Context: an optimization exercise on an open-source flow, tuned for small area and a short achievable clock period. The choices shown serve that exercise and are no tape-out recipe.
No activity file was given, so power comes from the tool's default toggle rates.

11-25:
// ce_dalu
module ce_dalu (
    input  wire        clk,
    input  wire        rst,          
    input  wire        ins_valid,    
    input  wire [31:0] ins,          
    input  wire [2:0]  rd_sel,       
    output wire [15:0] rd_data,
    output wire [39:0] acc,          
    output wire [4:0]  flags         
);
Size: ~4100 cells after synthesis.
==> flow/config.mk <==
export PLATFORM = sky130hd
export DESIGN_NAME = ce_dalu
export DESIGN_NICKNAME = ce_dalu
export VERILOG_FILES = /design/flow/design.v
export SDC_FILE = /design/flow/constraint.sdc
export NUM_CORES = 8
export LEC_CHECK = 0
export ABC_AREA = 1
export CAP_MARGIN = 20
export CORE_MARGIN = 2
export CORE_UTILIZATION = 45
export CTS_CLUSTER_DIAMETER = 50
export CTS_CLUSTER_SIZE = 10
export SLEW_MARGIN = 20
==> flow/constraint.sdc <==
create_clock -name core_clock -period 20.0 [get_ports {clk}]
set_input_delay 4.0000 -clock core_clock [delete_from_list [all_inputs] [get_ports {clk}]]
set_output_delay 4.0000 -clock core_clock [all_outputs]
set_load 0.01 [all_outputs]
standard.sh (not shown) runs the stock make flow with config.mk's settings and CLKGATE_MAP_FILE= SYNTH_SCRIPT=/design/flow/synth_recipe.tcl, a recipe that flattens the netlist after the stock synthesis.
==> flow/flow/run.sh <==
#!/bin/bash
# Standard layout, with plain buffers (not delay cells) on the ports.
set -euo pipefail
bash standard.sh BUFFER_PORTS_ARGS="-buffer_cell sky130_fd_sc_hd__buf_2" finish > make.log 2>&1
Every stage of the flow completed for 11-25, and the final layout passed the timing, DRC and antenna checks.
--- input diff 11-25..02-10 ---
==> flow/flow/run.sh <==
#!/bin/bash
# Standard layout with plain buffers (not delay cells) on the ports, and the
# resizer's timing repair asked for more setup slack than the standard flow.
set -euo pipefail
bash standard.sh BUFFER_PORTS_ARGS="-buffer_cell sky130_fd_sc_hd__buf_2" \
    SETUP_SLACK_MARGIN=10 TNS_END_PERCENT=0 finish > make.log 2>&1
Findings:
- Going from 11-25 to 02-10, data arrival time of the critical path shrinks by 1610 ps.
- Between 11-25 and 02-10, the share of power burned in combinational logic is higher for 02-10.
- On average detailed-routed wire length per instance, 11-25 and 02-10 are neck and neck.
- Lower power goes to 11-25 over 02-10.
- Between 11-25 and 02-10, the difference in total routing resource utilization after global routing is negligible.
- Measured against each other, 11-25 and 02-10 differ in via count, the higher figure coming from 02-10.
Function was not checked in any run of this note: the RTL went through the layout flow alone.

========
Setup of before:
Another version of the RTL of ce_dalu (not shown whole).
Size in the first run: about 3400 cells after synthesis, ~99 I/O pins, ~27000 um^2 of cells after synthesis.
clock: 20.0 ns
lec_check: 0
abc_area: 1
cap_margin: 20
core_margin: 2
core_utilization: 45
cts_buf_list: sky130_fd_sc_hd__clkbuf_8
cts_cluster_diameter: 60
cts_cluster_size: 15
slew_margin: 20
==> flow/flow/run.sh <==
#!/bin/bash
# Standard layout, with these changes:
#  - synthesis: the standard synthesis script, sourcing a copy of ORFS's
#    synth.tcl whose only change is the ABC step (see below);
#  - after synthesis, fapol2.py picks a polarity for every full adder so
#    that the netlist needs fewer inverters; the result is kept only if ABC
#    proves it equivalent to the synthesized netlist;
#  - plain buffers (not delay cells) on the ports;
#  - the resizer's timing repair asked for more setup slack than the
#    standard flow.
set -euo pipefail
W=$PWD
F=$W/flow
# the ALU adder module is kept apart until the end of synthesis (as
# SYNTH_KEEP_MODULES does), left out of full-adder extraction and mapped for
# delay (flow/abc_fast.script); the rest is mapped with flow/abc.script
FAST="ce_dalu_add16"
sed 's#^  log_cmd abc {\*}$abc_args$#  log_cmd abc -script '"$F"'/abc.script {*}[lrange $abc_args 2 end] '"$FAST"' %% %n\n  log_cmd abc -script '"$F"'/abc_fast.script {*}[lrange $abc_args 2 end] '"$FAST"'#' \
    "$FLOW_HOME/scripts/synth.tcl" > "$W/synth_mine.tcl"
sed -i 's#^  extract_fa {\*}\[dont_use_extract_fa_args\]$#  extract_fa {*}[dont_use_extract_fa_args] '"$FAST"' %% %n#' "$W/synth_mine.tcl"
grep -q "abc_fast.script" "$W/synth_mine.tcl"
grep -q "extract_fa .*%n" "$W/synth_mine.tcl"
sed 's#source $::env(SCRIPTS_DIR)/synth.tcl#source '"$W"'/synth_mine.tcl#' \
    "$W/synth_recipe.tcl" > "$W/synth_recipe_mine.tcl"
grep -q "synth_mine.tcl" "$W/synth_recipe_mine.tcl"
ARGS=(SYNTH_SCRIPT="$W/synth_recipe_mine.tcl" SYNTH_KEEP_MODULES="$FAST"
      BUFFER_PORTS_ARGS="-buffer_cell sky130_fd_sc_hd__buf_2"
      SETUP_SLACK_MARGIN=10 TNS_END_PERCENT=100)
bash standard.sh "${ARGS[@]}" synth > make_synth.log 2>&1

# full-adder polarity clean-up, checked by ABC's combinational equivalence
R=$W/orfs/results/sky130hd/ce_dalu/base
LIB=$FLOW_HOME/platforms/sky130hd/lib/sky130_fd_sc_hd__tt_025C_1v80.lib
cp "$R/1_2_yosys.v" "$W/netlist_synth.v"
python3 "$F/fapol2.py" "$W/netlist_synth.v" "$W/netlist_fapol.v" > fapol.log 2>&1
for n in synth fapol; do
  cat > "$W/blif_$n.ys" <<EOY
read_liberty -ignore_miss_func $LIB
read_verilog $W/netlist_$n.v
hierarchy -top ce_dalu
flatten
opt_clean
techmap
opt -fast
dfflegalize -cell \$_DFF_P_ x
write_blif $W/netlist_$n.blif
EOY
  yosys -q -s "$W/blif_$n.ys" > "yosys_blif_$n.log" 2>&1
done
yosys-abc -c "cec $W/netlist_synth.blif $W/netlist_fapol.blif" > cec.log 2>&1 || true
if grep -q "Networks are equivalent" cec.log; then
  cp "$W/netlist_fapol.v" "$R/1_2_yosys.v"
  echo "fapol netlist used" >> fapol.log
else
  echo "fapol netlist NOT used" >> fapol.log
fi
bash standard.sh "${ARGS[@]}" finish > make.log 2>&1
Other scripts of this flow, unchanged in this note and not shown: flow/flow/abc.script, flow/flow/abc_fast.script, flow/flow/fapol2.py
The final layout from before, which completed every stage, passed the timing, DRC and antenna checks at the end of the flow.
For after, these inputs were changed with respect to before:
--- a/flow/flow/run.sh
+++ b/flow/flow/run.sh
@@ -27,3 +27,3 @@
       BUFFER_PORTS_ARGS="-buffer_cell sky130_fd_sc_hd__buf_2"
-      SETUP_SLACK_MARGIN=10 TNS_END_PERCENT=100)
+      SETUP_SLACK_MARGIN=10 TNS_END_PERCENT=0)
 bash standard.sh "${ARGS[@]}" synth > make_synth.log 2>&1
[summary]
Layout-stage area growth over the synthesis result was higher in the run labelled before.
[compare] base=before new=after: wire length now smaller, final area now smaller.
There was hardly any difference in per-cell routed wire length between before and after.
A category of the critical setup timing path of in -> out is what before shows, while in -> reg belongs to after.
Total clock network power: before vs after, no meaningful difference
Status: cell count parity (after, before)
In terms of fmax, before and after differ only marginally.
[compare] base=before new=after: net switching power lost about 0.8%; shortest period the worst path allows picked up an extra 3.5 ps.
Function was not checked in any run of this note: the RTL went through the layout flow alone.

==> afterwards: timing with drivers on the ports <==
The flow's constraints put no driver on any port. The routed layouts listed below were extracted and timed again, unchanged, in two steps. Step 1 sets driving cells, clkbuf_16 on the clock port and buf_2 on the other inputs (assumed; they add their load-dependent delay and slew). Step 2 moves the port delays by t, midway between the first and last clock arrival at a register: inputs arrive t later, outputs are due t later. That takes back most of the time a late clock gives input paths. Slacks: ideal ports / drivers / drivers and shift; pairs: ideal ports / drivers.
run	t (ns)	setup WS [ns]	pins driven straight from the clock port
11-25	0.663	8.302 / 8.238 / 7.927	1
02-10	0.663	9.912 / 9.852 / 9.472	1
before	0.673	10.103 / 10.075 / 9.586	1
after	0.670	10.100 / 10.093 / 9.423	1
After both steps every run listed still meets setup and hold. The setup slack of after, which loses most, moves by -0.007 ns with the drivers and by -0.677 ns with both steps.
